This is an optimization exercise on Yosys and OpenROAD, whose aim is small area, a short achievable clock period and few clock cycles per item, not a production implementation.
Only simulation tests tie the RTL to the original design; equivalence was not proved.

==> flow/design.v (outline; a module is shown in full before it is edited, if it fits) <==
// module zrf_hdr_dec: 2306 lines
// module x2: 7 lines
module zrf_hdr_dec (
    input  wire         clk,
    input  wire         rst,           
    input  wire         in_valid,
    output wire         in_ready,
    input  wire [146:0] in_bits,       
    input  wire         exp_side,
    input  wire [3:0]   exp_layer,
    input  wire [2:0]   exp_spot,
    input  wire [23:0]  exp_rb,
    input  wire [5:0]   exp_frame,
    input  wire         chk_frame,     
    output reg          out_valid,
    input  wire         out_ready,
    output reg  [63:0]  out_info,      
    output reg  [1:0]   out_nerr,      
    output reg          out_fail,      
    output reg          out_match      
);
  // ...
==> flow/flow/run.sh <==
#!/bin/bash
# The standard layout (the standard.sh, standard synthesis included), with
# two changes: the port buffers that global placement inserts are buf_2 cells
# instead of the default clkdlybuf4s50_1, and timing repair aims for 13 ns of
# setup slack at the design's 18 ns clock, so that it also sizes the paths
# that set the achieved period.
set -euo pipefail
bash standard.sh BUFFER_PORTS_ARGS="-buffer_cell sky130_fd_sc_hd__buf_2" SETUP_SLACK_MARGIN=13 > standard.log 2>&1
==> flow/standard.sh <==
#!/bin/bash
# synth_recipe.tcl (not shown) runs the flow's synth.tcl, then flattens the netlist and writes it again
# the make line also repeats each setting of config.mk as NAME=value (left out here)
make -C /OpenROAD-flow-scripts/flow DESIGN_CONFIG=/design/flow/config.mk WORK_HOME=/design/flow/orfs CLKGATE_MAP_FILE= SYNTH_SCRIPT=/design/flow/synth_recipe.tcl "${@:-finish}"
==> flow/config.mk <==
export PLATFORM = sky130hd
export DESIGN_NAME = zrf_hdr_dec
export DESIGN_NICKNAME = zrf_hdr_dec
export VERILOG_FILES = /design/flow/design.v
export SDC_FILE = /design/flow/constraint.sdc
export NUM_CORES = 4
export LEC_CHECK = 0
export CAP_MARGIN = 20
export CORE_MARGIN = 2
export CORE_UTILIZATION = 40
export SLEW_MARGIN = 20
export SYNTH_HIERARCHICAL = 1
export SYNTH_MINIMUM_KEEP_SIZE = 0
==> flow/constraint.sdc <==
create_clock -name core_clock -period 18.0 [get_ports {clk}]
set_input_delay 3.6000 -clock core_clock [delete_from_list [all_inputs] [get_ports {clk}]]
set_output_delay 3.6000 -clock core_clock [all_outputs]
set_load 0.01 [all_outputs]
==> flow_summary_export.csv, run 1 <==
group,metric,value,unit
finish,n_antenna_cell,1,
worst_setup_path,path_max_fanout,13,
finish,final_nets,4176,
route,num_vias,26540,
finish,final_area,0.04433,mm2
clocking,cts_sinks,564,
place,globalplace.congestion,0.9513,
sta,max_slew_margin,33.16,%
sta,tightest_slew,1.003,ns
sta,fin_setup_tns,0,ns
finish,nFlopsAndLatches,564,
floorplan,start_util,40.25,%
finish,inverters,22,
route,wire_per_inst,21.01,um
outcome,outcome,"no timing/DRC/antenna violations",
clocking,clk_latency,0.63,ns
clocking,cts.repair.resized,42,
logic_synthesis,ys_warn_count,8,
global_route,overflow,0,
route,wl_met1,51180,um
logic_synthesis,muxShareOfSynthArea,1.746,%
logic_synthesis,synth-xor-area-share,38.91,%
worst_setup_path,crit_type,"flip-flop to flip-flop",
logic_synthesis,synthAdderAreaFrac,0.4226,%
logic_synthesis,yosys-top-cells-count,"1,184 x xor2_1, 490 x edfxtp_1, 454 x xnor2_1",
Testbench counts, summed over its fixed seeds: cycles 2,432, items 2,400.
==> inputs of run 2 (changes only) <==
--- a/flow/config.mk
+++ b/flow/config.mk
@@ -8,6 +8,7 @@
 export CAP_MARGIN = 20
 export CORE_MARGIN = 2
 export CORE_UTILIZATION = 40
+export CTS_BUF_LIST = sky130_fd_sc_hd__clkbuf_4 sky130_fd_sc_hd__clkbuf_8
 export SLEW_MARGIN = 20
 export SYNTH_HIERARCHICAL = 1
 export SYNTH_MINIMUM_KEEP_SIZE = 0
==> run 2 against run 1 <==
Still clean on timing, DRC and antenna; register-to-register slack gained 0.03 ns; synthesized cell count is the same; core utilization shrank 0.26 points; die area is the same; clock skew grew 0.015 ns; count of clock-buffer cells in the layout grew 43; worst hold slack lost 0.0043 ns; first-iteration DRC count shrank 4.5%; final area shrank 0.55%.
==> flow_summary_export.csv, run 2 <==
group,metric,value,unit
worst_setup_path,required,14.40,ns
worst_setup_path,max_stage_delay,0.51,ns
floorplan,ios,260,
place,placedInstanceArea,0.04105,mm2
floorplan,start_util,40.25,%
finish,regMostFlops,"rx1_q",
floorplan,coreArea,0.09487,mm2
finish,drive_gt1_share,16.24,%
logic_synthesis,synth_cell_types,77,
logic_synthesis,yosysTopAreaCell,"edfxtp_1",
route,routed_wl,111400,um
logic_synthesis,ys_warn_count,8,
worst_hold_path,min_path_type,"flip-flop to flip-flop",
clocking,cts_sinks,564,
logic_synthesis,avgSynthCellArea,10.47,um2
outcome,outcome,"no timing/DRC/antenna violations",
floorplan,die_h,313.0,um
sta,fin_skew,0.03516,ns
logic_synthesis,yosys-top-cells-count,"1,184 x xor2_1, 490 x edfxtp_1, 454 x xnor2_1",
sta,whs,0.4018,ns
worst_setup_path,end_kind,"primary output",
global_route,grt_start_max_net_pins,177,
logic_synthesis,synth_area_leaders,"edfxtp_1 39%, xor2_1 27%, xnor2_1 10%",
run,cap_viol_max_count,0,
place,io_buffers,259,
logic_synthesis,synthArstFlopShare,0,%
global_route,grt_usage,22.29,%
worst_setup_path,arrival,1.39,ns
sta,min_period,4.994,ns
worst_setup_path,crit_buf_inv,1,
logic_synthesis,synth-seq-cells,564,
place,globalplace.congestion,0.9513,
logic_synthesis,synth_enable_flop_cells,490,
clocking,cts_buffer_depth,3,
global_route,overflow,0,
worst_setup_path,crit_type,"flip-flop to primary output",
sta,finalSetupViolCount,0,
sta,tightest_slew,0.9879,ns
route,via_per_inst,5.012,
clocking,h-tree-depth,3,
sta,slew_viol_final,0,
floorplan,die-area,0.09796,mm2
global_route,grt_pass1_wl,164200,um
floorplan,rows,113,
finish,final_cell_mix,"1,139 x xor2_1, 490 x edfxtp_1, 418 x xnor2_1, 355 x nand2_1, 321 x nor2_1",
worst_setup_path,path_max_fanout,1,
route,drc_errors,0,
sta,rsz0062_at_grt,"yes",
worst_setup_path,crit_slowest_cell,"edfxtp_1",
global_route,use_met1,32.15,%
finish,mostFrequentLayoutCell,"xor2_1",
global_route,grt_pass1_vias,25630,
logic_synthesis,syn_area,0.03819,mm2
logic_synthesis,synthFlopType,"edfxtp_1",
place,place_hpwl,84660,um
sta,fmax,0.2002,GHz
worst_hold_path,hold_start,"rx2_q[61]",
clocking,clockRootBuffer,"clkbuf_8",
logic_synthesis,seq_area_frac_synth,42.41,%
sta,period_share,27.75,%
clocking,clk_latency,0.70,ns
sta,fin_setup_tns,0,ns
sta,max_slew_margin,34.14,%
finish,final_nets,4198,
logic_synthesis,synth_cells,3646,
global_route,grt_use_met3,2.924,%
global_route,gr-usage-met2,35.30,%
worst_setup_path,worstSetupStartpointType,"flip-flop",
floorplan,die_x,313.0,um
global_route,antenna_found_initial,4,
clocking,cts_made_buffers,90,
finish,multiInputGateArea,0.02229,mm2
clocking,cts_hold_buf,0,
clocking,clkTransAtPathRegs,0.06,ns
finish,largest_reg_flops,96,
route,antenna_left,0,
finish,postLayoutCoreUtil,46.47,%
sta,hold_viol,0,
logic_synthesis,synth_top_cell_area_share,38.53,%
route,wire_per_inst,20.90,um
finish,regArea,0.01620,mm2
worst_setup_path,r2r_start,"rx1_q[60]",
finish,synthToLayoutAreaGrowth,15.45,%
finish,final_area,0.04409,mm2
worst_setup_path,crit_family,"flip-flops",
finish,fillers,8908,
logic_synthesis,synthesis.nets,3848,
worst_setup_path,cp_cell_sequence,"buf_2",
worst_setup_path,cp-startpoint,"out_info[4]",
route,num_vias,26720,
route,drt_iter0_markers,2131,
route,dr.pass1.iters,5,
clocking,cts_tree,"yes",
global_route,grt_most_used_layer,"met2",
logic_synthesis,yosysMostFrequentCell,"xor2_1",
## run 2: cell counts after synthesis
Identical to the previous run, type by type.
## run 2: kinds of logic (layout without fill, tap and decap cells)
logic type,count (synthesis),after routing,share of synthesized area (%)
simple gates,921,921,10.50
flops,564,564,42.41
compound gates,299,299,4.656
mux,59,59,1.746
other cells,0,3,0
buf+inv,129,547,1.363
fa+ha+maj,13,13,0.4226
xor+xnor,1661,1661,38.91
## run 2: Yosys stat by module, one instance, submodules excluded
| module | cell area, um2 | cells | flip-flops and latches |
|---|---|---|---|
| x2 | 8.758 | 1 | 0 |
| zrf_hdr_dec | 29940 | 2704 | 564 |
## run 2: worst paths after layout
kind	endpoint	slack, ns	cells after the start
setup / recovery	out_info[4]	13.01	1
hold reg to reg	rx3_q[61]	0.40	0
hold / removal	rx3_q[61]	0.40	0
setup reg to reg	n1_2[4]	13.09	14
## run 2: final cells by class
type | count | area share (%)
multi-input cells | 2953 | 50.55
flip-flops and latches | 564 | 36.75
repair buffers | 365 | 4.819
well taps | 1265 | 3.590
clock buffers | 119 | 3.388
clock inverters | 41 | 0.6981
inverters | 22 | 0.1873
diodes | 3 | 0.01703
## run 2: what timing repair did
action | 4_1_cts | 5_1_grt
pin swaps | 5 | 10
setup buffers | 21 | 37
resized for setup | 43 | 52
hold endpoints to repair | 0 | 0
endpoints found under the setup margin | 44 | 15
## run 2: worst register-to-register path, cell delays in order, from the launching register on
cell	delay (ns)
edfxtp_1	0.78
xor2_1	0.53
xor2_1	0.56
xor2_1	0.42
xor2_1	0.22
xor2_1	0.35
xor2_1	0.19
buf_4	0.27
nand2_1	0.11
xor2_1	0.15
xnor2_1	0.19
xnor2_1	0.13
xnor2_1	0.47
xnor2_1	0.14
xnor2_1	0.14
## run 2: through the flow
step	cells	setup WS [ns]
2_1_floorplan	3646	11.29
3_3_place_gp	5111	11.75
3_5_place_dp	5111	11.67
4_1_cts	5292	12.92
5_1_grt	5331	12.90
6_report	5332	13.01
## run 2: layer usage
metal / vias to the layer above / share of wire [%]
li1: 12860 / -
met1: 12850 / 46
met2: 857 / 46
met3: 161 / 5.6
met4: 0 / 2.5
met5: - / 0
==> inputs of run 3 (changes only) <==
--- a/flow/config.mk
+++ b/flow/config.mk
@@ -8,7 +8,9 @@
 export CAP_MARGIN = 20
 export CORE_MARGIN = 2
 export CORE_UTILIZATION = 40
-export CTS_BUF_LIST = sky130_fd_sc_hd__clkbuf_4 sky130_fd_sc_hd__clkbuf_8
+export CTS_BUF_LIST = sky130_fd_sc_hd__clkbuf_8 sky130_fd_sc_hd__clkbuf_16
+export CTS_CLUSTER_DIAMETER = 150
+export CTS_CLUSTER_SIZE = 30
 export SLEW_MARGIN = 20
 export SYNTH_HIERARCHICAL = 1
 export SYNTH_MINIMUM_KEEP_SIZE = 0
==> run 3 against run 2 <==
Synthesized cell count did not move; fmax grew 0.74%; sequential cell count is the same; die area stayed put; critical path type is now flip-flop to flip-flop.
==> flow_summary_export.csv, run 3 <==
group,metric,value,unit
floorplan,ios,260,
logic_synthesis,synth-seq-cells,564,
place,dp_cells,5111,
worst_hold_path,min_path_cells,0,
place,place_hpwl,84660,um
logic_synthesis,synth_area_leaders,"edfxtp_1 39%, xor2_1 27%, xnor2_1 10%",
route,drt_iter0_markers,2274,
route,antenna_left,0,
floorplan,die_h,313.0,um
floorplan,start_util,40.25,%
finish,final_cell_mix,"1,143 x xor2_1, 490 x edfxtp_1, 419 x xnor2_1, 355 x nand2_1, 321 x nor2_1",
sta,setup_ws,13.04,ns
logic_synthesis,avgSynthCellArea,10.47,um2
clocking,cts_hold_buf,0,
worst_setup_path,r2r-end,"n1_2[4]",
logic_synthesis,muxShareOfSynthArea,1.746,%
worst_hold_path,hold_start,"rx2_q[14]",
run,cap_viol_max_count,0,
logic_synthesis,yosys-top-cells-count,"1,184 x xor2_1, 490 x edfxtp_1, 454 x xnor2_1",
floorplan,die_x,313.0,um
logic_synthesis,yosys.area_share.simple,10.50,%
finish,n_antenna_cell,0,
floorplan,rows,113,
route,via_per_inst,5.037,
worst_setup_path,cp-startpoint,"rx1_q[60]",
route,num_vias,26270,
logic_synthesis,synth-compound-area-share,4.656,%
sta,min_period,4.958,ns
logic_synthesis,synth_enable_flop_cells,490,
global_route,grt_start_max_net_pins,177,
worst_hold_path,min_path_type,"flip-flop to flip-flop",
finish,final_nets,4141,
finish,drive_gt1_share,13.92,%
finish,regMostFlops,"rx1_q",
worst_setup_path,crit_type,"flip-flop to flip-flop",
floorplan,coreArea,0.09487,mm2
clocking,cts_buffer_depth,3,
logic_synthesis,syn_area,0.03819,mm2
worst_setup_path,required,18.36,ns
sta,tightest_slew,0.9927,ns
worst_setup_path,path_max_fanout,13,
route,drc_errors,0,
logic_synthesis,seq_area_frac_synth,42.41,%
sta,whs,0.4098,ns
worst_setup_path,r2r_start,"rx1_q[60]",
finish,fin_cells,5216,
logic_synthesis,synth_cell_types,77,
clocking,cts_sinks,564,
logic_synthesis,synthesis.nets,3848,
worst_setup_path,end_kind,"flip-flop",
logic_synthesis,synthFlopType,"edfxtp_1",
sta,slew_viol_final,0,
logic_synthesis,synthArstFlopShare,0,%
sta,period_share,27.54,%
route,wire_per_inst,21.18,um
place,io_buffers,259,
clocking,cts_made_buffers,23,
clocking,clockRootBuffer,"clkbuf_16",
clocking,cts_tree,"yes",
finish,mostFrequentLayoutCell,"xor2_1",
sta,rsz0062_at_grt,"yes",
sta,fin_setup_tns,0,ns
finish,largest_reg_flops,96,
global_route,grt_pass1_vias,25040,
sta,hold_viol,0,
global_route,grt_usage,21.94,%
route,dr.pass1.iters,5,
clocking,clkTransAtPathRegs,0.12,ns
floorplan,die-area,0.09796,mm2
worst_setup_path,ff2ff_path_depth,14,
sta,fin_skew,0.02436,ns
route,routed_wl,110500,um
logic_synthesis,ys_warn_count,8,
logic_synthesis,synth_cells,3646,
place,globalplace.congestion,0.9513,
logic_synthesis,synth-xor-area-share,38.91,%
global_route,overflow,0,
sta,max_slew_margin,33.82,%
clocking,clk_latency,0.61,ns
logic_synthesis,yosysTopAreaCell,"edfxtp_1",
logic_synthesis,synthAdderAreaFrac,0.4226,%
finish,synthToLayoutAreaGrowth,12.56,%
sta,finalSetupViolCount,0,
place,dp_slack,11.67,ns
outcome,outcome,"no timing/DRC/antenna violations",
logic_synthesis,yosysMostFrequentCell,"xor2_1",
global_route,antenna_found_initial,1,
worst_hold_path,holdPathEnd,"rx3_q[14]",
logic_synthesis,synth_top_cell_area_share,38.53,%
clocking,h-tree-depth,1,
worst_setup_path,worstSetupStartpointType,"flip-flop",
sta,fmax,0.2017,GHz
global_route,grt_pass1_wl,162400,um
worst_setup_path,r2r_slack,13.04,ns
worst_setup_path,arrival,5.32,ns
logic_synthesis,synth_top_family_by_area,"XOR/XNOR gates",
## run 3: through the flow
step,cell area (um2),util (%)
detailed placement,41050,43.27
finish,42990,45.31
global placement,41050,43.27
global route,42990,45.31
floorplan,38220,-
CTS,42220,44.51
## run 3: how the worst max path moves through the flow
| stage | to | slack, ns | cells past startpoint |
|---|---|---|---|
| 6_report | n1_2[4] | 13.04 | 14 |
| 3_5_place_dp | out_match | 11.67 | 17 |
| 5_1_grt | out_match | 12.90 | 16 |
| 2_1_floorplan | in_ready | 11.29 | 0 |
| 4_1_cts | out_match | 12.94 | 17 |
| 3_3_place_gp | out_match | 11.75 | 17 |
## run 3: cells by family (layout without fill, tap and decap cells)
kind of cell               count (synthesis)  after routing
DFF                                      564            564
buffers and inverters                    129            434
muxes                                     59             59
AOI/OAI and AO/OA                        299            299
xor gates and xnor gates                1661           1661
adders and majority gates                 13             13
and+or+nand+nor                          921            921
## run 3: what timing repair did
action,in CTS,in global routing
pin swaps,4,13
setup buffers,23,45
endpoints found under the setup margin,39,12
gates resized for setup,41,48
## run 3: layer usage
metal | global-route usage (%) | vias to the layer above | share of wire (%)
li1 | - | 12680 | -
met4 | 4.937 | 0 | 2.5
met5 | 0 | - | 0
met3 | 2.223 | 126 | 5.2
met2 | 35.00 | 782 | 46
met1 | 32.16 | 12680 | 47
## run 3: worst max-delay path: stages (launching register included)
cell and delay (ns):
edfxtp_1 0.80, xor2_1 0.53, xor2_1 0.59, xor2_1 0.42
xor2_1 0.22, xor2_1 0.34, xor2_1 0.18, buf_4 0.27
nand2_1 0.10, xor2_1 0.15, xnor2_1 0.19, xnor2_1 0.14
xnor2_1 0.48, xnor2_1 0.14, xnor2_1 0.14
## run 3: area by class of cell
cell class,count,area (um2)
clock buffer,23,575.6
clock inverter,14,87.58
fill,8939,51880
inverter,22,82.58
multi-input combinational,2953,22240
sequential,564,16200
tap,1265,1583
timing repair buffer,375,2216
## run 3: Yosys stat by module (local to each module, per instance)
module / copies in the design / cell area, um2
x2: 942 / 8.758
zrf_hdr_dec: 1 / 29940
==> inputs of run 4 (changes only) <==
==> flow/flow/run.sh (replaced) <==
#!/bin/bash
# The standard layout (the standard.sh, standard synthesis included), with
# two changes: the port buffers that global placement inserts are buf_2 cells
# instead of the default clkdlybuf4s50_1, and timing repair aims for 13.4 ns of
# setup slack at the design's 18 ns clock, so that it also sizes the paths
# that set the achieved period.
set -euo pipefail
bash standard.sh BUFFER_PORTS_ARGS="-buffer_cell sky130_fd_sc_hd__buf_2" SETUP_SLACK_MARGIN=13.4 > standard.log 2>&1
--- a/flow/config.mk
+++ b/flow/config.mk
@@ -8,9 +8,6 @@
 export CAP_MARGIN = 20
 export CORE_MARGIN = 2
 export CORE_UTILIZATION = 40
-export CTS_BUF_LIST = sky130_fd_sc_hd__clkbuf_8 sky130_fd_sc_hd__clkbuf_16
-export CTS_CLUSTER_DIAMETER = 150
-export CTS_CLUSTER_SIZE = 30
 export SLEW_MARGIN = 20
 export SYNTH_HIERARCHICAL = 1
 export SYNTH_MINIMUM_KEEP_SIZE = 0
==> run 4 against run 3 <==
Still clean on timing, DRC and antenna; synthesized cell count unchanged; register-to-register slack better by 0.43 ns; non-clock buffer count up 81; die area did not move; final area up 6.5%; core utilization is 3.0 points higher; synthesized area unchanged; clock skew is 0.0018 ns higher; cell count grew 3.0%; critical path type is now flip-flop to primary output; highest routed layer unchanged.
==> flow_summary_export.csv, run 4 <==
group,metric,value,unit
finish,synthToLayoutAreaGrowth,19.90,%
logic_synthesis,seq_area_frac_synth,42.41,%
logic_synthesis,yosysMostFrequentCell,"xor2_1",
global_route,overflow,0,
clocking,clkTransAtPathRegs,0.06,ns
run,cap_viol_max_count,0,
finish,final_cell_mix,"1,101 x xor2_1, 490 x edfxtp_1, 404 x xnor2_1, 355 x nand2_1, 321 x nor2_1",
clocking,cts_made_buffers,58,
clocking,cts_sinks,564,
place,io_buffers,259,
worst_setup_path,crit_slowest_cell,"edfxtp_1",
sta,min_period,4.963,ns
sta,period_share,27.57,%
floorplan,ios,260,
clocking,clk_latency,0.64,ns
place,dp_slack,12.27,ns
floorplan,rows,113,
sta,fin_skew,0.02620,ns
sta,hold_viol,0,
route,wire_per_inst,21.20,um
worst_setup_path,ff2ff_path_depth,18,
clocking,clockRootBuffer,"clkbuf_16",
logic_synthesis,synth-seq-cells,564,
place,place_hpwl,85630,um
sta,tightest_slew,0.9750,ns
floorplan,die-area,0.09796,mm2
worst_hold_path,hold_start,"d2_q[19]",
worst_setup_path,cp_cell_sequence,"buf_2",
finish,final_nets,4257,
logic_synthesis,ys_warn_count,8,
worst_setup_path,r2r_start,"w3_q[3]",
logic_synthesis,synthFlopType,"edfxtp_1",
route,drt_iter0_markers,2488,
worst_setup_path,r2r-end,"out_match",
worst_setup_path,max_stage_delay,0.53,ns
sta,fmax,0.2015,GHz
route,via_per_inst,5.035,
global_route,antenna_found_initial,1,
logic_synthesis,synth_cells,3646,
sta,finalSetupViolCount,0,
global_route,grt_pass1_wl,166600,um
finish,mostFrequentLayoutCell,"xor2_1",
place,dp_cells,5111,
sta,fin_setup_tns,0,ns
logic_synthesis,syn_area,0.03819,mm2
route,drc_errors,0,
logic_synthesis,synth_enable_flop_cells,490,
finish,fin_cells,5371,
clocking,h-tree-depth,2,
finish,final_area,0.04579,mm2
worst_hold_path,min_path_cells,0,
worst_setup_path,cp.depth,1,
worst_setup_path,crit_buf_inv,1,
logic_synthesis,yosysTopAreaCell,"edfxtp_1",
finish,regMostFlops,"rx1_q",
route,antenna_left,0,
worst_setup_path,worstSetupStartpointType,"flip-flop",
logic_synthesis,avgSynthCellArea,10.47,um2
worst_hold_path,min_path_type,"flip-flop to flip-flop",
global_route,grt_usage,22.65,%
global_route,grt_pass1_vias,26000,
logic_synthesis,synth_top_family_by_area,"XOR/XNOR gates",
route,num_vias,27040,
clocking,cts_tree,"yes",
worst_setup_path,end_kind,"primary output",
worst_hold_path,holdPathEnd,"d3_q[19]",
logic_synthesis,muxShareOfSynthArea,1.746,%
route,dr.pass1.iters,5,
floorplan,die_x,313.0,um
global_route,grt_start_max_net_pins,183,
floorplan,die_h,313.0,um
logic_synthesis,synth-compound-area-share,4.656,%
worst_setup_path,r2r_slack,13.47,ns
route,routed_wl,113900,um
logic_synthesis,synth_cell_types,77,
logic_synthesis,yosys.area_share.simple,10.50,%
sta,rsz0062_at_grt,"yes",
finish,largest_reg_flops,96,
outcome,outcome,"no timing/DRC/antenna violations",
logic_synthesis,synth_area_leaders,"edfxtp_1 39%, xor2_1 27%, xnor2_1 10%",
worst_setup_path,path_max_fanout,1,
floorplan,coreArea,0.09487,mm2
sta,whs,0.4012,ns
finish,drive_gt1_share,18.59,%
sta,setup_ws,13.04,ns
logic_synthesis,synthArstFlopShare,0,%
worst_setup_path,arrival,1.36,ns
sta,max_slew_margin,34.78,%
place,globalplace.congestion,0.9710,
floorplan,start_util,40.25,%
worst_setup_path,crit_family,"flip-flops",
worst_setup_path,required,14.40,ns
sta,slew_viol_final,0,
worst_setup_path,crit_type,"flip-flop to primary output",
logic_synthesis,synth-xor-area-share,38.91,%
finish,postLayoutCoreUtil,48.26,%
logic_synthesis,synthesis.nets,3848,
clocking,cts_buffer_depth,3,
logic_synthesis,yosys-top-cells-count,"1,184 x xor2_1, 490 x edfxtp_1, 454 x xnor2_1",
place,placedInstanceArea,0.04113,mm2
logic_synthesis,synth_top_cell_area_share,38.53,%
logic_synthesis,synthAdderAreaFrac,0.4226,%
## run 4: worst max-delay path by stage
stage          slack, ns     endpoint        start
4_1_cts            13.01  out_info[7]  out_info[7]
5_1_grt            13.04  out_info[7]  out_info[7]
3_5_place_dp       12.27    out_match      w3_q[3]
3_3_place_gp       12.38    out_match      w3_q[3]
2_1_floorplan      11.29     in_ready        adv_q
6_report           13.04  out_info[9]  out_info[9]
## run 4: modules after synthesis, one instance, submodules excluded
module | area, um2 | cells | flops+latches | times used
zrf_hdr_dec | 29940 | 2704 | 564 | 1
x2 | 8.758 | 1 | 0 | 942
## run 4: layout make-up
type                            instances  area, um2
Clock buffer                           70       1546
Fill cell                            8694      49080
Timing Repair Buffer                  456       2854
Sequential cell                       564      16210
Inverter                               22      86.33
Antenna cell                            1      2.502
Tap cell                             1265       1583
Multi-Input combinational cell       2953      23010
Clock inverter                         40      498.0
## run 4: layer usage
metal	GRT usage (%)	vias up	wire, um
met5	0	-	0
met3	2.441	187	6361
met4	7.993	0	3990
li1	-	12940	-
met1	32.75	13030	51950
met2	35.23	893	51560
## run 4: cells by family after synthesis
kind of cell               after synthesis
and+or+nand+nor                        921
muxes                                   59
adders and majority gates               13
buffers and inverters                  129
xor gates and xnor gates              1661
DFF                                    564
AOI/OAI and AO/OA                      299
## run 4: timing repair
item / CTS / global route
setup buffers: 48 / 101
hold buffers: 0 / 0
resized for setup: 89 / 88
pin swaps: 8 / 30
setup endpoints to repair: 131 / 91
==> inputs of run 5 (changes only) <==
==> flow/flow/run.sh (replaced) <==
#!/bin/bash
# The standard layout (the standard.sh, standard synthesis included), with
# two changes: the port buffers that global placement inserts are buf_2 cells
# instead of the default clkdlybuf4s50_1, and timing repair aims for 13.2 ns of
# setup slack at the design's 18 ns clock, so that it also sizes the paths
# that set the achieved period.
set -euo pipefail
bash standard.sh BUFFER_PORTS_ARGS="-buffer_cell sky130_fd_sc_hd__buf_2" SETUP_SLACK_MARGIN=13.2 > standard.log 2>&1
--- a/flow/config.mk
+++ b/flow/config.mk
@@ -8,6 +8,9 @@
 export CAP_MARGIN = 20
 export CORE_MARGIN = 2
 export CORE_UTILIZATION = 40
+export CTS_BUF_LIST = sky130_fd_sc_hd__clkbuf_8 sky130_fd_sc_hd__clkbuf_16
+export CTS_CLUSTER_DIAMETER = 100
+export CTS_CLUSTER_SIZE = 20
 export SLEW_MARGIN = 20
 export SYNTH_HIERARCHICAL = 1
 export SYNTH_MINIMUM_KEEP_SIZE = 0
==> run 5 against run 4 <==
Still clean on timing, DRC and antenna; worst setup slack improved by 0.098 ns; final area down 3.9%; critical path depth unchanged; largest cell class unchanged; highest routed layer unchanged.
==> flow_summary_export.csv, run 5 <==
group,metric,value,unit
outcome,outcome,"no timing/DRC/antenna violations",
floorplan,die_h,313.0,um
route,wire_per_inst,21.13,um
finish,final_cell_mix,"1,120 x xor2_1, 490 x edfxtp_1, 412 x xnor2_1, 355 x nand2_1, 321 x nor2_1",
finish,synthToLayoutAreaGrowth,15.19,%
finish,drive_gt1_share,15.62,%
worst_setup_path,crit_type,"flip-flop to primary output",
logic_synthesis,yosysMostFrequentCell,"xor2_1",
logic_synthesis,synth_enable_flop_cells,490,
global_route,grt_start_max_net_pins,156,
worst_hold_path,min_path_type,"flip-flop to flip-flop",
logic_synthesis,avgSynthCellArea,10.47,um2
clocking,clockRootBuffer,"clkbuf_16",
route,via_per_inst,5.050,
finish,n_antenna_cell,0,
floorplan,rows,113,
finish,largest_reg_flops,96,
floorplan,start_util,40.25,%
finish,multiInputGateArea,0.02255,mm2
clocking,cts_buffer_depth,3,
sta,finalSetupViolCount,0,
worst_hold_path,min_path_cells,0,
sta,tightest_slew,1.030,ns
place,globalplace.congestion,0.9757,
finish,regMostFlops,"rx1_q",
floorplan,die-area,0.09796,mm2
worst_hold_path,holdPathEnd,"d3_q[0]",
floorplan,coreArea,0.09487,mm2
logic_synthesis,ys_warn_count,8,
logic_synthesis,yosysTopAreaCell,"edfxtp_1",
sta,max_slew_margin,31.33,%
finish,mostFrequentLayoutCell,"xor2_1",
worst_setup_path,worstSetupStartpointType,"flip-flop",
route,antenna_left,0,
logic_synthesis,synthFlopType,"edfxtp_1",
logic_synthesis,synthArstFlopShare,0,%
logic_synthesis,syn_area,0.03819,mm2
clocking,clk_latency,0.58,ns
sta,fmax,0.2055,GHz
route,met3_length,6343,um
logic_synthesis,synthesis.nets,3848,
route,routed_wl,111200,um
route,drt_iter0_markers,2168,
clocking,cts_sinks,564,
global_route,antenna_found_initial,2,
sta,fin_skew,0.02141,ns
clocking,h-tree-depth,2,
clocking,cts_made_buffers,36,
sta,min_period,4.866,ns
sta,period_share,27.03,%
worst_setup_path,crit_buf_inv,1,
worst_hold_path,hold_start,"d2_q[0]",
worst_setup_path,end_kind,"primary output",
run,cap_viol_max_count,0,
worst_setup_path,path_max_fanout,1,
worst_setup_path,max_stage_delay,0.51,ns
logic_synthesis,synth_cell_types,77,
logic_synthesis,synth-seq-cells,564,
worst_setup_path,r2r_slack,13.32,ns
place,io_buffers,259,
worst_setup_path,arrival,1.27,ns
worst_setup_path,r2r_start,"w3_q[2]",
sta,hold_viol,0,
sta,rsz0062_at_grt,"yes",
clocking,cts_tree,"yes",
route,dr.max_layer_used,"met4",
logic_synthesis,synth_cells,3646,
route,drc_errors,0,
logic_synthesis,synth_top_cell_area_share,38.53,%
place,placedInstanceArea,0.04112,mm2
route,dr.pass1.iters,5,
global_route,grt_pass1_vias,25250,
worst_setup_path,required,14.40,ns
floorplan,die_x,313.0,um
sta,whs,0.4062,ns
finish,final_area,0.04399,mm2
route,wl_met2,51260,um
logic_synthesis,yosys-top-cells-count,"1,184 x xor2_1, 490 x edfxtp_1, 454 x xnor2_1",
global_route,grt_usage,22.22,%
worst_setup_path,crit_slowest_cell,"edfxtp_1",
finish,postLayoutCoreUtil,46.37,%
clocking,clkTransAtPathRegs,0.08,ns
route,num_vias,26560,
worst_setup_path,crit_family,"flip-flops",
floorplan,ios,260,
logic_synthesis,synth_area_leaders,"edfxtp_1 39%, xor2_1 27%, xnor2_1 10%",
worst_setup_path,cp_cell_sequence,"buf_2",
sta,fin_setup_tns,0,ns
route,wl_met1,50810,um
sta,slew_viol_final,0,
finish,regArea,0.01620,mm2
finish,fillers,8796,
logic_synthesis,seq_area_frac_synth,42.41,%
global_route,overflow,0,
worst_setup_path,r2r-end,"out_match",
worst_setup_path,ff2ff_path_depth,18,
finish,final_nets,4179,
global_route,grt_pass1_wl,163700,um
place,place_hpwl,85110,um
## run 5: changes by cell type in the layout (fill, tap and decap cells not counted), moves of 8 or more
| cell | previous run | this run |
|---|---|---|
| buf_4 | 190 | 135 |
| clkbuf_16 | 58 | 38 |
| xor2_1 | 1101 | 1120 |
| xor2_4 | 30 | 18 |
| clkinv_2 | 11 | 0 |
| inv_1 | 21 | 32 |
| xnor2_4 | 18 | 9 |
| xnor2_1 | 404 | 412 |
## run 5: kinds of logic (layout without fill, tap and decap cells)
group                      count (synthesis)  after routing  synth area share, %
DFF                                      564            564                42.41
muxes                                     59             59                1.746
and+or+nand+nor                          921            921                10.50
adders and majority gates                 13             13               0.4226
buffers and inverters                    129            478                1.363
xor gates and xnor gates                1661           1661                38.91
AOI/OAI and AO/OA                        299            299                4.656
## run 5: metrics by stage
step / worst slack [ns] / std cells
floorplan: 11.29 / 3646
global placement: 12.11 / 5114
detailed placement: 11.99 / 5114
CTS: 13.08 / 5196
global route: 13.07 / 5260
finish: 13.13 / 5260
## run 5: metal layers
metal  up-vias  global-route usage (%)
met2       902                   35.73
met1     12770                   31.95
met4         0                   5.459
li1      12750                       -
met5         -                       0
met3       144                   2.587
## run 5: worst max-delay path by stage
stage          slack (ns)  depth (start not counted)        start     endpoint
2_1_floorplan       11.29                          0        adv_q     in_ready
3_3_place_gp        12.11                         16      w3_q[2]    out_match
3_5_place_dp        11.99                         16      w3_q[2]    out_match
4_1_cts             13.08                          1  out_info[4]  out_info[4]
5_1_grt             13.07                         18      s0_3[3]    out_match
6_report            13.13                          1  out_info[4]  out_info[4]
## run 5: layout make-up
type                    instances  share of cell area (%)
multi-input cells            2953                   51.27
clock buffers                  38                   2.162
flip-flops and latches        564                   36.84
inverters                      22                  0.1877
well taps                    1265                   3.598
repair buffers                400                   5.555
clock inverters                18                  0.3925
## run 5: timing repair
action                     in CTS  in global routing
hold buffers                    0                  0
gates resized for setup        58                 65
setup buffers                  26                 64
setup endpoints to repair      47                 16
pin swaps                      11                 15
## run 5: Yosys stat by module, one instance, submodules excluded
module       copies in the design  cells inside  flip-flops and latches
zrf_hdr_dec                     1          2704                     564
x2                            942             1                       0
==> inputs of run 6 (changes only) <==
--- a/flow/config.mk
+++ b/flow/config.mk
@@ -5,12 +5,14 @@
 export SDC_FILE = /design/flow/constraint.sdc
 export NUM_CORES = 4
 export LEC_CHECK = 0
+export ABC_CLOCK_PERIOD_IN_PS = 4000
 export CAP_MARGIN = 20
 export CORE_MARGIN = 2
-export CORE_UTILIZATION = 40
+export CORE_UTILIZATION = 60
 export CTS_BUF_LIST = sky130_fd_sc_hd__clkbuf_8 sky130_fd_sc_hd__clkbuf_16
 export CTS_CLUSTER_DIAMETER = 100
 export CTS_CLUSTER_SIZE = 20
+export PLACE_DENSITY = 0.75
 export SLEW_MARGIN = 20
 export SYNTH_HIERARCHICAL = 1
 export SYNTH_MINIMUM_KEEP_SIZE = 0
==> run 6 against run 5 <==
Critical endpoint is now out_match; critical path type unchanged; count of clock-buffer cells in the layout is 1 higher; non-clock buffer count grew 11; via count rose by 2.7%.
==> flow_summary_export.csv, run 6 <==
group,metric,value,unit
outcome,outcome,"no timing/DRC/antenna violations",
global_route,antenna_found_initial,4,
clocking,clockRootBuffer,"clkbuf_16",
sta,max_slew_margin,32.54,%
global_route,grt_pass1_wl,154800,um
logic_synthesis,seq_area_frac_synth,42.41,%
finish,final_nets,4191,
sta,min_period,4.803,ns
route,wire_per_inst,21.59,um
clocking,cts_made_buffers,37,
logic_synthesis,synth_enable_flop_cells,490,
worst_setup_path,end_kind,"primary output",
sta,tightest_slew,1.009,ns
sta,finalSetupViolCount,0,
worst_setup_path,max_stage_delay,0.44,ns
route,via_per_inst,5.619,
floorplan,ios,260,
finish,synthToLayoutAreaGrowth,13.64,%
sta,slew_viol_final,0,
floorplan,coreArea,0.06297,mm2
floorplan,die_h,256.3,um
finish,largest_reg_flops,96,
worst_setup_path,path_max_fanout,1,
floorplan,rows,92,
logic_synthesis,synth_area_leaders,"edfxtp_1 39%, xor2_1 27%, xnor2_1 10%",
logic_synthesis,synthesis.nets,3848,
worst_setup_path,setup.worst_path.end,"out_match",
sta,rsz0062_at_grt,"yes",
clocking,clk_latency,0.59,ns
logic_synthesis,ys_warn_count,8,
worst_setup_path,arrival,1.20,ns
place,io_buffers,259,
clocking,h-tree-depth,2,
worst_setup_path,cp.depth,1,
worst_hold_path,min_path_type,"flip-flop to flip-flop",
finish,drive_gt1_share,15.50,%
route,dr.pass1.iters,6,
logic_synthesis,synthArstFlopShare,0,%
worst_setup_path,crit_slowest_cell,"edfxtp_1",
worst_setup_path,r2r_slack,13.27,ns
floorplan,die_x,256.3,um
worst_setup_path,required,14.40,ns
global_route,grt_pass1_vias,25450,
global_route,grt_start_max_net_pins,97,
run,cap_viol_max_count,0,
worst_setup_path,cp_cell_sequence,"buf_2",
finish,mostFrequentLayoutCell,"xor2_1",
logic_synthesis,avgSynthCellArea,10.47,um2
sta,hold_viol,0,
sta,period_share,26.68,%
floorplan,start_util,60.65,%
logic_synthesis,synth_cell_types,77,
logic_synthesis,yosys-top-cells-count,"1,184 x xor2_1, 490 x edfxtp_1, 454 x xnor2_1",
worst_setup_path,cp-startpoint,"out_match",
worst_setup_path,worstSetupStartpointType,"flip-flop",
logic_synthesis,yosysMostFrequentCell,"xor2_1",
floorplan,die-area,0.06568,mm2
finish,regMostFlops,"rx1_q",
route,drc_errors,0,
sta,fmax,0.2082,GHz
worst_setup_path,crit_type,"flip-flop to primary output",
clocking,clkTransAtPathRegs,0.09,ns
logic_synthesis,yosysTopAreaCell,"edfxtp_1",
place,place_hpwl,77840,um
clocking,cts_tree,"yes",
worst_setup_path,ff2ff_path_depth,17,
worst_setup_path,crit_family,"flip-flops",
logic_synthesis,synth_top_cell_area_share,38.53,%
logic_synthesis,syn_area,0.03819,mm2
worst_setup_path,crit_buf_inv,1,
sta,fin_skew,0.03209,ns
clocking,cts_sinks,564,
sta,whs,0.3921,ns
global_route,grt_usage,31.09,%
finish,final_cell_mix,"1,140 x xor2_1, 490 x edfxtp_1, 409 x xnor2_1, 355 x nand2_1, 321 x nor2_1",
route,antenna_left,0,
clocking,cts_buffer_depth,3,
worst_setup_path,r2r_start,"w3_q[1]",
route,num_vias,27280,
sta,fin_setup_tns,0,ns
place,globalplace.congestion,1.028,
route,drt_iter0_markers,2681,
global_route,overflow,0,
logic_synthesis,synthFlopType,"edfxtp_1",
logic_synthesis,synth_cells,3646,
route,routed_wl,104800,um
logic_synthesis,synth-seq-cells,564,
worst_setup_path,r2r-end,"out_match",
==> run 6: worst min-delay path by stage <==
stage	from	to	slack, ns	depth (start not counted)
3_5_place_dp	d2_q[22]	d3_q[22]	0.40	0
2_1_floorplan	chk1_q	chk2_q	0.40	0
5_1_grt	d2_q[10]	d3_q[10]	0.41	0
6_report	rx2_q[59]	rx3_q[59]	0.39	0
4_1_cts	rx2_q[59]	rx3_q[59]	0.40	0
3_3_place_gp	rx2_q[63]	rx3_q[63]	0.40	0
==> run 6: logic make-up (layout without fill, tap and decap cells) <==
group | count (synthesis) | in the layout | share of synthesized area [%]
xor gates and xnor gates | 1661 | 1661 | 38.91
and+or+nand+nor | 921 | 921 | 10.50
DFF | 564 | 564 | 42.41
AOI/OAI and AO/OA | 299 | 299 | 4.656
buffers and inverters | 129 | 490 | 1.363
muxes | 59 | 59 | 1.746
adders and majority gates | 13 | 13 | 0.4226
other | 0 | 1 | 0
==> run 6: metrics by stage <==
stage / utilization, % / setup slack, ns / instance area (um2) / instances
detailed placement: 64.40 / 12.05 / 40550 / 4693
finish: 68.93 / 13.20 / 43400 / 4854
floorplan: - / 11.29 / 38260 / 3646
global route: 68.92 / 13.07 / 43400 / 4853
CTS: 67.27 / 13.13 / 42360 / 4778
global placement: 64.40 / 12.16 / 40550 / 4693
==> run 6: Yosys stat by module (local to each module, per instance) <==
module / area [um2] / cells
zrf_hdr_dec: 29940 / 2704
x2: 8.758 / 1
==> run 6: layer usage <==
layer	wire length, um	global-route usage, %	part of all wire [%]	vias to the layer above
met2	48170	49.88	46	1256
met4	3655	9.844	3.5	4
met3	8836	3.578	8.4	215
met1	44110	44.26	42	13000
met5	25	0	0.024	-
li1	-	-	-	12800
==> run 6: final cells by class <==
class	count	area, um2
sequential	564	16200
antenna	1	2.502
clock buffer	39	975.9
tap	846	1059
inverter	22	86.33
fill	4805	19570
multi-input combinational	2953	22380
timing repair buffer	411	2507
clock inverter	18	180.2
==> run 6: timing repair <==
item | CTS | global route
setup buffers | 28 | 75
pin swaps | 11 | 21
hold buffers | 0 | 0
gates resized for setup | 49 | 56
setup endpoints to repair | 45 | 18
==> inputs of run 7 (changes only) <==
--- a/flow/config.mk
+++ b/flow/config.mk
@@ -5,7 +5,6 @@
 export SDC_FILE = /design/flow/constraint.sdc
 export NUM_CORES = 4
 export LEC_CHECK = 0
-export ABC_CLOCK_PERIOD_IN_PS = 4000
 export CAP_MARGIN = 20
 export CORE_MARGIN = 2
 export CORE_UTILIZATION = 60
==> run 7 against run 6 <==
Register-to-register slack barely moved; core utilization did not move; synthesized area did not move; critical endpoint unchanged; critical path depth did not move; worst setup slack did not move; critical path type unchanged; worst hold slack did not move; largest cell class unchanged; still clean on timing, DRC and antenna; final area did not move; highest routed layer unchanged.
==> flow_summary_export.csv, run 7 <==
group,metric,value,unit
route,drt_iter0_markers,2681,
worst_hold_path,hold_start,"rx2_q[59]",
worst_setup_path,worstSetupStartpointType,"flip-flop",
sta,max_slew_margin,32.54,%
logic_synthesis,synth_cells,3646,
worst_setup_path,crit_type,"flip-flop to primary output",
worst_setup_path,max_stage_delay,0.44,ns
worst_setup_path,r2r-end,"out_match",
sta,setup_ws,13.20,ns
global_route,overflow,0,
logic_synthesis,synthesis.nets,3848,
logic_synthesis,syn_area,0.03819,mm2
logic_synthesis,synth-seq-cells,564,
clocking,cts_hold_buf,0,
clocking,cts_tree,"yes",
finish,final_nets,4191,
global_route,grt_start_max_net_pins,97,
floorplan,rows,92,
place,place_hpwl,77840,um
route,wire_per_inst,21.59,um
sta,rsz0062_at_grt,"yes",
global_route,grt_pass1_vias,25450,
logic_synthesis,avgSynthCellArea,10.47,um2
logic_synthesis,synth_cell_types,77,
worst_setup_path,r2r_start,"w3_q[1]",
route,routed_wl,104800,um
finish,synthToLayoutAreaGrowth,13.64,%
route,drc_errors,0,
worst_setup_path,end_kind,"primary output",
logic_synthesis,synth_top_cell_area_share,38.53,%
worst_hold_path,holdPathEnd,"rx3_q[59]",
floorplan,start_util,60.65,%
worst_setup_path,ff2ff_path_depth,17,
logic_synthesis,synthFlopType,"edfxtp_1",
sta,finalSetupViolCount,0,
clocking,clk_latency,0.59,ns
route,antenna_left,0,
route,num_vias,27280,
worst_setup_path,required,14.40,ns
floorplan,die-area,0.06568,mm2
clocking,cts_made_buffers,37,
sta,fin_skew,0.03209,ns
sta,slew_viol_final,0,
place,dp_cells,4693,
clocking,clockRootBuffer,"clkbuf_16",
clocking,cts_sinks,564,
logic_synthesis,yosysTopAreaCell,"edfxtp_1",
worst_hold_path,min_path_type,"flip-flop to flip-flop",
global_route,grt_pass1_wl,154800,um
finish,regArea,0.01620,mm2
worst_setup_path,r2r_slack,13.27,ns
finish,multiInputGateArea,0.02238,mm2
worst_setup_path,crit_buf_inv,1,
finish,regMostFlops,"rx1_q",
clocking,h-tree-depth,2,
global_route,grt_usage,31.09,%
floorplan,die_h,256.3,um
sta,period_share,26.68,%
sta,min_period,4.803,ns
finish,fin_cells,4854,
sta,fin_setup_tns,0,ns
logic_synthesis,synthArstFlopShare,0,%
logic_synthesis,synth_enable_flop_cells,490,
logic_synthesis,ys_warn_count,8,
clocking,cts_buffer_depth,3,
logic_synthesis,synth_area_leaders,"edfxtp_1 39%, xor2_1 27%, xnor2_1 10%",
logic_synthesis,yosysMostFrequentCell,"xor2_1",
sta,hold_viol,0,
worst_setup_path,arrival,1.20,ns
worst_hold_path,min_path_cells,0,
finish,largest_reg_flops,96,
place,globalplace.congestion,1.028,
logic_synthesis,seq_area_frac_synth,42.41,%
global_route,antenna_found_initial,4,
worst_setup_path,crit_family,"flip-flops",
place,io_buffers,259,
finish,final_cell_mix,"1,140 x xor2_1, 490 x edfxtp_1, 409 x xnor2_1, 355 x nand2_1, 321 x nor2_1",
finish,drive_gt1_share,15.50,%
finish,mostFrequentLayoutCell,"xor2_1",
route,via_per_inst,5.619,
floorplan,coreArea,0.06297,mm2
run,cap_viol_max_count,0,
clocking,clkTransAtPathRegs,0.09,ns
outcome,outcome,"no timing/DRC/antenna violations",
worst_setup_path,crit_slowest_cell,"edfxtp_1",
place,dp_slack,12.05,ns
finish,fillers,4805,
floorplan,die_x,256.3,um
sta,fmax,0.2082,GHz
sta,tightest_slew,1.009,ns
route,dr.pass1.iters,6,
worst_setup_path,path_max_fanout,1,
floorplan,ios,260,
worst_setup_path,cp_cell_sequence,"buf_2",
logic_synthesis,yosys-top-cells-count,"1,184 x xor2_1, 490 x edfxtp_1, 454 x xnor2_1",
==> run 7: cell counts in the layout (fill, tap and decap cells not counted) <==
Identical to the previous run, type by type.
==> run 7: routing by layer <==
metal / vias up / wire (um) / GRT usage [%]
met5: - / 25 / 0
met4: 4 / 3655 / 9.844
met3: 215 / 8836 / 3.578
met2: 1256 / 48170 / 49.88
met1: 13000 / 44110 / 44.26
li1: 12800 / - / -
==> run 7: how the worst max path moves through the flow <==
stage / from / endpoint / slack [ns] / cells past startpoint
global placement: w3_q[2] / out_match / 12.16 / 17
detailed placement: w3_q[2] / out_match / 12.05 / 16
global route: s0_3[7] / out_match / 13.07 / 18
floorplan: adv_q / in_ready / 11.29 / 0
finish: out_match / out_match / 13.20 / 1
CTS: w3_q[1] / out_match / 13.13 / 18
==> run 7: what timing repair did <==
action / CTS / global route
pin swaps: 11 / 21
setup endpoints to repair: 45 / 18
gates cloned: 0 / 0
buffers inserted: 28 / 75
resized for setup: 49 / 56
==> run 7: cell families (layout without fill, tap and decap cells) <==
| group | count (synthesis) | in the layout | synth area share [%] |
|---|---|---|---|
| flip-flops | 564 | 564 | 42.41 |
| other | 0 | 1 | 0 |
| AND/OR/NAND/NOR | 921 | 921 | 10.50 |
| adder cells (fa/ha/maj) | 13 | 13 | 0.4226 |
| buffers and inverters | 129 | 490 | 1.363 |
| AO/OA/AOI/OAI | 299 | 299 | 4.656 |
| multiplexers | 59 | 59 | 1.746 |
| XOR/XNOR | 1661 | 1661 | 38.91 |
==> run 7: modules after synthesis, one instance, submodules excluded <==
module       flip-flops and latches  copies in the design  area, um2  cells
zrf_hdr_dec                     564                     1      29940   2704
x2                                0                   942      8.758      1
==> run 7: final cells by class <==
class	instances	area share, %
Clock inverter	18	0.4152
Timing Repair Buffer	411	5.778
Antenna cell	1	0.005766
Multi-Input combinational cell	2953	51.58
Clock buffer	39	2.249
Tap cell	846	2.439
Sequential cell	564	37.34
Inverter	22	0.1989
==> run 7: metrics by stage <==
stage               hold slack, ns  area, um2  utilization [%]
floorplan                   0.4003      38260                -
global placement            0.4003      40550            64.40
detailed placement          0.4045      40550            64.40
CTS                         0.4003      42360            67.27
global route                0.4082      43400            68.92
finish                      0.3921      43400            68.93
==> inputs of run 8 (changes only) <==
--- a/flow/config.mk
+++ b/flow/config.mk
@@ -5,13 +5,14 @@
 export SDC_FILE = /design/flow/constraint.sdc
 export NUM_CORES = 4
 export LEC_CHECK = 0
-export CAP_MARGIN = 20
+export CAP_MARGIN = 10
 export CORE_MARGIN = 2
 export CORE_UTILIZATION = 60
 export CTS_BUF_LIST = sky130_fd_sc_hd__clkbuf_8 sky130_fd_sc_hd__clkbuf_16
 export CTS_CLUSTER_DIAMETER = 100
 export CTS_CLUSTER_SIZE = 20
+export GPL_TIMING_DRIVEN = 1
 export PLACE_DENSITY = 0.75
-export SLEW_MARGIN = 20
+export SLEW_MARGIN = 10
 export SYNTH_HIERARCHICAL = 1
 export SYNTH_MINIMUM_KEEP_SIZE = 0
==> run 8 against run 7 <==
Highest routed layer unchanged; still clean; worst hold slack unchanged; global-route usage unchanged; critical endpoint unchanged; synthesized cell count unchanged; via count unchanged; sequential share of layout area unchanged; clock skew unchanged; fmax unchanged; non-clock buffer count unchanged.
==> flow_summary_export.csv, run 8 <==
group,metric,value,unit
floorplan,die_x,256.3,um
floorplan,die_h,256.3,um
floorplan,rows,92,
route,antenna_left,0,
worst_setup_path,crit_buf_inv,1,
clocking,h-tree-depth,2,
clocking,cts_sinks,564,
global_route,grt_pass1_vias,25450,
route,routed_wl,104800,um
sta,fin_setup_tns,0,ns
worst_setup_path,setup.worst_path.end,"out_match",
place,dp_cells,4693,
sta,max_slew_margin,32.54,%
worst_setup_path,crit_slowest_cell,"edfxtp_1",
logic_synthesis,synth_area_leaders,"edfxtp_1 39%, xor2_1 27%, xnor2_1 10%",
logic_synthesis,synth_enable_flop_cells,490,
sta,tightest_slew,1.009,ns
run,cap_viol_max_count,0,
worst_setup_path,path_max_fanout,1,
worst_setup_path,r2r_start,"w3_q[1]",
worst_setup_path,ff2ff_path_depth,17,
sta,period_share,26.68,%
logic_synthesis,synthArstFlopShare,0,%
logic_synthesis,synth-seq-cells,564,
sta,hold_viol,0,
finish,largest_reg_flops,96,
finish,drive_gt1_share,15.50,%
clocking,cts_made_buffers,37,
route,num_vias,27280,
route,drc_errors,0,
clocking,cts_buffer_depth,3,
global_route,grt_pass1_wl,154800,um
sta,fin_skew,0.03209,ns
place,globalplace.congestion,1.028,
logic_synthesis,synth_top_cell_area_share,38.53,%
worst_setup_path,crit_family,"flip-flops",
worst_setup_path,cp-startpoint,"out_match",
worst_setup_path,crit_type,"flip-flop to primary output",
floorplan,coreArea,0.06297,mm2
place,place_hpwl,77840,um
clocking,clk_latency,0.59,ns
logic_synthesis,synth_cell_types,77,
logic_synthesis,avgSynthCellArea,10.47,um2
finish,final_nets,4191,
finish,regMostFlops,"rx1_q",
logic_synthesis,syn_area,0.03819,mm2
worst_setup_path,max_stage_delay,0.44,ns
global_route,antenna_found_initial,4,
sta,min_period,4.803,ns
route,dr.pass1.iters,6,
global_route,overflow,0,
floorplan,ios,260,
logic_synthesis,ys_warn_count,8,
logic_synthesis,synthFlopType,"edfxtp_1",
place,io_buffers,259,
sta,finalSetupViolCount,0,
sta,fmax,0.2082,GHz
sta,slew_viol_final,0,
worst_setup_path,required,14.40,ns
clocking,clkTransAtPathRegs,0.09,ns
logic_synthesis,seq_area_frac_synth,42.41,%
finish,mostFrequentLayoutCell,"xor2_1",
route,wire_per_inst,21.59,um
floorplan,start_util,60.65,%
finish,final_cell_mix,"1,140 x xor2_1, 490 x edfxtp_1, 409 x xnor2_1, 355 x nand2_1, 321 x nor2_1",
outcome,outcome,"no timing/DRC/antenna violations",
worst_setup_path,end_kind,"primary output",
clocking,clockRootBuffer,"clkbuf_16",
finish,final_area,0.04340,mm2
worst_setup_path,r2r-end,"out_match",
sta,rsz0062_at_grt,"yes",
global_route,grt_start_max_net_pins,97,
place,placedInstanceArea,0.04055,mm2
logic_synthesis,yosysTopAreaCell,"edfxtp_1",
logic_synthesis,yosysMostFrequentCell,"xor2_1",
logic_synthesis,synthesis.nets,3848,
worst_setup_path,arrival,1.20,ns
clocking,cts_hold_buf,0,
finish,synthToLayoutAreaGrowth,13.64,%
logic_synthesis,synth_cells,3646,
worst_setup_path,worstSetupStartpointType,"flip-flop",
floorplan,die-area,0.06568,mm2
clocking,cts_tree,"yes",
logic_synthesis,yosys-top-cells-count,"1,184 x xor2_1, 490 x edfxtp_1, 454 x xnor2_1",
finish,postLayoutCoreUtil,68.93,%
route,drt_iter0_markers,2681,
worst_setup_path,r2r_slack,13.27,ns
worst_setup_path,cp.depth,1,
route,via_per_inst,5.619,
worst_hold_path,min_path_type,"flip-flop to flip-flop",
worst_setup_path,cp_cell_sequence,"buf_2",
finish,fin_cells,4854,
global_route,grt_usage,31.09,%
-- run 8: cell counts after synthesis --
Identical to the previous run, type by type.
-- run 8: cell type report --
class	count	area (um2)
Timing Repair Buffer	411	2507
Sequential cell	564	16200
Antenna cell	1	2.502
Fill cell	4805	19570
Clock buffer	39	975.9
Clock inverter	18	180.2
Multi-Input combinational cell	2953	22380
Tap cell	846	1059
Inverter	22	86.33
-- run 8: logic make-up after synthesis --
| group | share of synthesized area (%) |
|---|---|
| AO/OA/AOI/OAI | 4.656 |
| XOR/XNOR | 38.91 |
| adder cells (fa/ha/maj) | 0.4226 |
| buffers and inverters | 1.363 |
| flip-flops | 42.41 |
| multiplexers | 1.746 |
| AND/OR/NAND/NOR | 10.50 |
-- run 8: worst reg2reg max path, stage by stage (launching register included) --
cell and delay [ns]:
edfxtp_1 0.52, nand2_1 0.13, xor2_1 0.22, xnor2_2 0.19, xor2_1 0.25, xnor2_1 0.19
xnor2_2 0.14, buf_4 0.16, xor2_4 0.28, xor2_4 0.28, xor2_2 0.28, xor2_2 0.24
buf_4 0.16, xnor3_1 0.42, and2_1 0.21, xor2_1 0.14, or4_1 0.50, o31ai_2 0.27
-- run 8: per-module statistics from Yosys (local to each module, per instance) --
module	flip-flops and latches	cell area, um2
x2	0	8.758
zrf_hdr_dec	564	29940
-- run 8: per-stage QoR --
stage | hold slack (ns) | setup WS, ns
after floorplan | 0.4003 | 11.29
after global placement | 0.4003 | 12.16
after detailed placement | 0.4045 | 12.05
after CTS | 0.4003 | 13.13
after global routing | 0.4082 | 13.07
final | 0.3921 | 13.20
-- run 8: worst min path at each step --
stage                   start         to  slack (ns)  depth (start not counted)
floorplan              chk1_q     chk2_q        0.40                          0
global placement    rx2_q[63]  rx3_q[63]        0.40                          0
detailed placement   d2_q[22]   d3_q[22]        0.40                          0
CTS                 rx2_q[59]  rx3_q[59]        0.40                          0
global route         d2_q[10]   d3_q[10]        0.41                          0
finish              rx2_q[59]  rx3_q[59]        0.39                          0
-- run 8: routing by layer --
| metal | vias to the layer above | wire length (um) | GRT usage, % |
|---|---|---|---|
| li1 | 12800 | - | - |
| met1 | 13000 | 44110 | 44.26 |
| met2 | 1256 | 48170 | 49.88 |
| met3 | 215 | 8836 | 3.578 |
| met4 | 4 | 3655 | 9.844 |
| met5 | - | 25 | 0 |
-- run 8: what timing repair did --
item | 4_1_cts | 5_1_grt
setup buffers | 28 | 75
pin swaps | 11 | 21
endpoints found under the setup margin | 45 | 18
gates resized for setup | 49 | 56
==> inputs of run 9 (changes only) <==
==> flow/config.mk (replaced) <==
export PLATFORM = sky130hd
export DESIGN_NAME = zrf_hdr_dec
export DESIGN_NICKNAME = zrf_hdr_dec
export VERILOG_FILES = /design/flow/design.v
export SDC_FILE = /design/flow/constraint.sdc
export NUM_CORES = 4
export LEC_CHECK = 0
export CAP_MARGIN = 20
export CORE_MARGIN = 2
export CORE_UTILIZATION = 80
export CTS_BUF_LIST = sky130_fd_sc_hd__clkbuf_8 sky130_fd_sc_hd__clkbuf_16
export CTS_CLUSTER_DIAMETER = 100
export CTS_CLUSTER_SIZE = 20
export PLACE_DENSITY = 0.92
export SLEW_MARGIN = 20
export SYNTH_HIERARCHICAL = 1
export SYNTH_MINIMUM_KEEP_SIZE = 0
==> run 9 against run 8 <==
The run now fails in global routing (5_1_grt); synthesized cell count unchanged; synthesized area unchanged.
==> flow_summary_export.csv, run 9 <==
group,metric,value,unit
outcome,outcome,"did not finish",
outcome,failing_step,"global routing (5_1_grt)",
outcome,firstError,"[ERROR GRT-0232] Routing congestion too high. Check the congestion heatmap in the GUI.",
global_route,grt_usage,81.64,%
logic_synthesis,yosysMostFrequentCell,"xor2_1",
logic_synthesis,seq_area_frac_synth,42.41,%
sta,worstEndpointType,"output port",
logic_synthesis,yosysTopAreaCell,"edfxtp_1",
place,globalplace.congestion,1.213,
place,dp_cells,4453,
logic_synthesis,synthFlopType,"edfxtp_1",
floorplan,die_x,222.5,um
global_route,grt_start_max_net_pins,93,
place,place_hpwl,81210,um
floorplan,rows,80,
floorplan,die_h,222.5,um
clocking,cts_sinks,564,
floorplan,ios,260,
sta,grt_repair_worst_endpoint,"out_match",
logic_synthesis,syn_area,0.03819,mm2
clocking,clockRootBuffer,"clkbuf_16",
floorplan,start_util,80.49,%
logic_synthesis,avgSynthCellArea,10.47,um2
logic_synthesis,synthArstFlopShare,0,%
logic_synthesis,ys_warn_count,8,
logic_synthesis,synth_area_leaders,"edfxtp_1 39%, xor2_1 27%, xnor2_1 10%",
logic_synthesis,synth_cell_types,77,
clocking,h-tree-depth,2,
logic_synthesis,synthesis.nets,3848,
place,io_buffers,259,
clocking,cts_buffer_depth,3,
logic_synthesis,yosys-top-cells-count,"1,184 x xor2_1, 490 x edfxtp_1, 454 x xnor2_1",
logic_synthesis,synth_cells,3646,
logic_synthesis,synth_top_cell_area_share,38.53,%
logic_synthesis,synth-seq-cells,564,
logic_synthesis,synth_enable_flop_cells,490,
global_route,overflow,12,
clocking,cts_made_buffers,35,
run 9: cell counts after synthesis:
Identical to the previous run, type by type.
run 9: metrics by stage:
| stage | utilization [%] | setup slack (ns) | cell area (um2) |
|---|---|---|---|
| CTS | 88.85 | 13.13 | 42160 |
| detailed placement | 84.70 | 11.94 | 40190 |
| global placement | 84.70 | 12.39 | 40190 |
| floorplan | - | 11.29 | 38260 |
run 9: worst max path at each step:
stage	from	end	slack [ns]
floorplan	adv_q	in_ready	11.29
global placement	w3_q[2]	out_match	12.39
detailed placement	w3_q[2]	out_match	11.94
CTS	s0_3[1]	out_match	13.13
run 9: modules after synthesis, one instance, submodules excluded:
module	flops+latches	times used	cells	area, um2
zrf_hdr_dec	564	1	2704	29940
x2	0	942	1	8.758
run 9: cells by family after synthesis:
kind of cell	Yosys count	share of synthesized area, %
multiplexers	59	1.746
AO/OA/AOI/OAI	299	4.656
XOR/XNOR	1661	38.91
flip-flops	564	42.41
buffers and inverters	129	1.363
AND/OR/NAND/NOR	921	10.50
adder cells (fa/ha/maj)	13	0.4226
run 9: what timing repair did:
item,CTS
setup endpoints to repair,87
buffers inserted,40
resized for setup,69
pin swaps,11
hold buffers,0
run 9: per-layer routing:
layer	overflow	track usage, %
met1	0	79.65
met2	3	94.08
met3	8	72.07
met4	1	81.77
met5	0	52.49

## port drivers added, routing unchanged
Ports are ideal in the flow. The routed layouts listed here were re-timed in OpenROAD.
Step 1: set_driving_cell puts a clkbuf_16 on clk and a buf_2 on each other input, an assumption about the parent block.
Step 2 also shifts input and output timing later by t, the mid clock arrival at the registers, as if the neighbouring blocks saw the same clock.
Slacks: no drivers / after step 1 / after step 2; pairs: no drivers / after step 1.
run | t (ns) | setup slack, ns | hold WS [ns] | cell pins on the clock port's net
run 1 | 0.682 | 13.062 / 13.004 / 13.062 | 0.406 / 0.406 / 0.406 | 1
run 2 | 0.744 | 13.006 / 12.944 / 13.071 | 0.402 / 0.402 / 0.402 | 1
run 3 | 0.665 | 13.042 / 12.994 / 13.042 | 0.410 / 0.410 / 0.410 | 1
run 4 | 0.693 | 13.037 / 12.967 / 13.007 | 0.401 / 0.401 / 0.401 | 1
run 5 | 0.629 | 13.134 / 13.071 / 13.046 | 0.406 / 0.406 / 0.406 | 1
run 6 | 0.641 | 13.197 / 13.132 / 13.008 | 0.392 / 0.392 / 0.392 | 1
run 7 | 0.641 | 13.197 / 13.132 / 13.008 | 0.392 / 0.392 / 0.392 | 1
run 8 | 0.641 | 13.197 / 13.132 / 13.008 | 0.392 / 0.392 / 0.392 | 1
After both steps setup and hold are still met in every run listed.
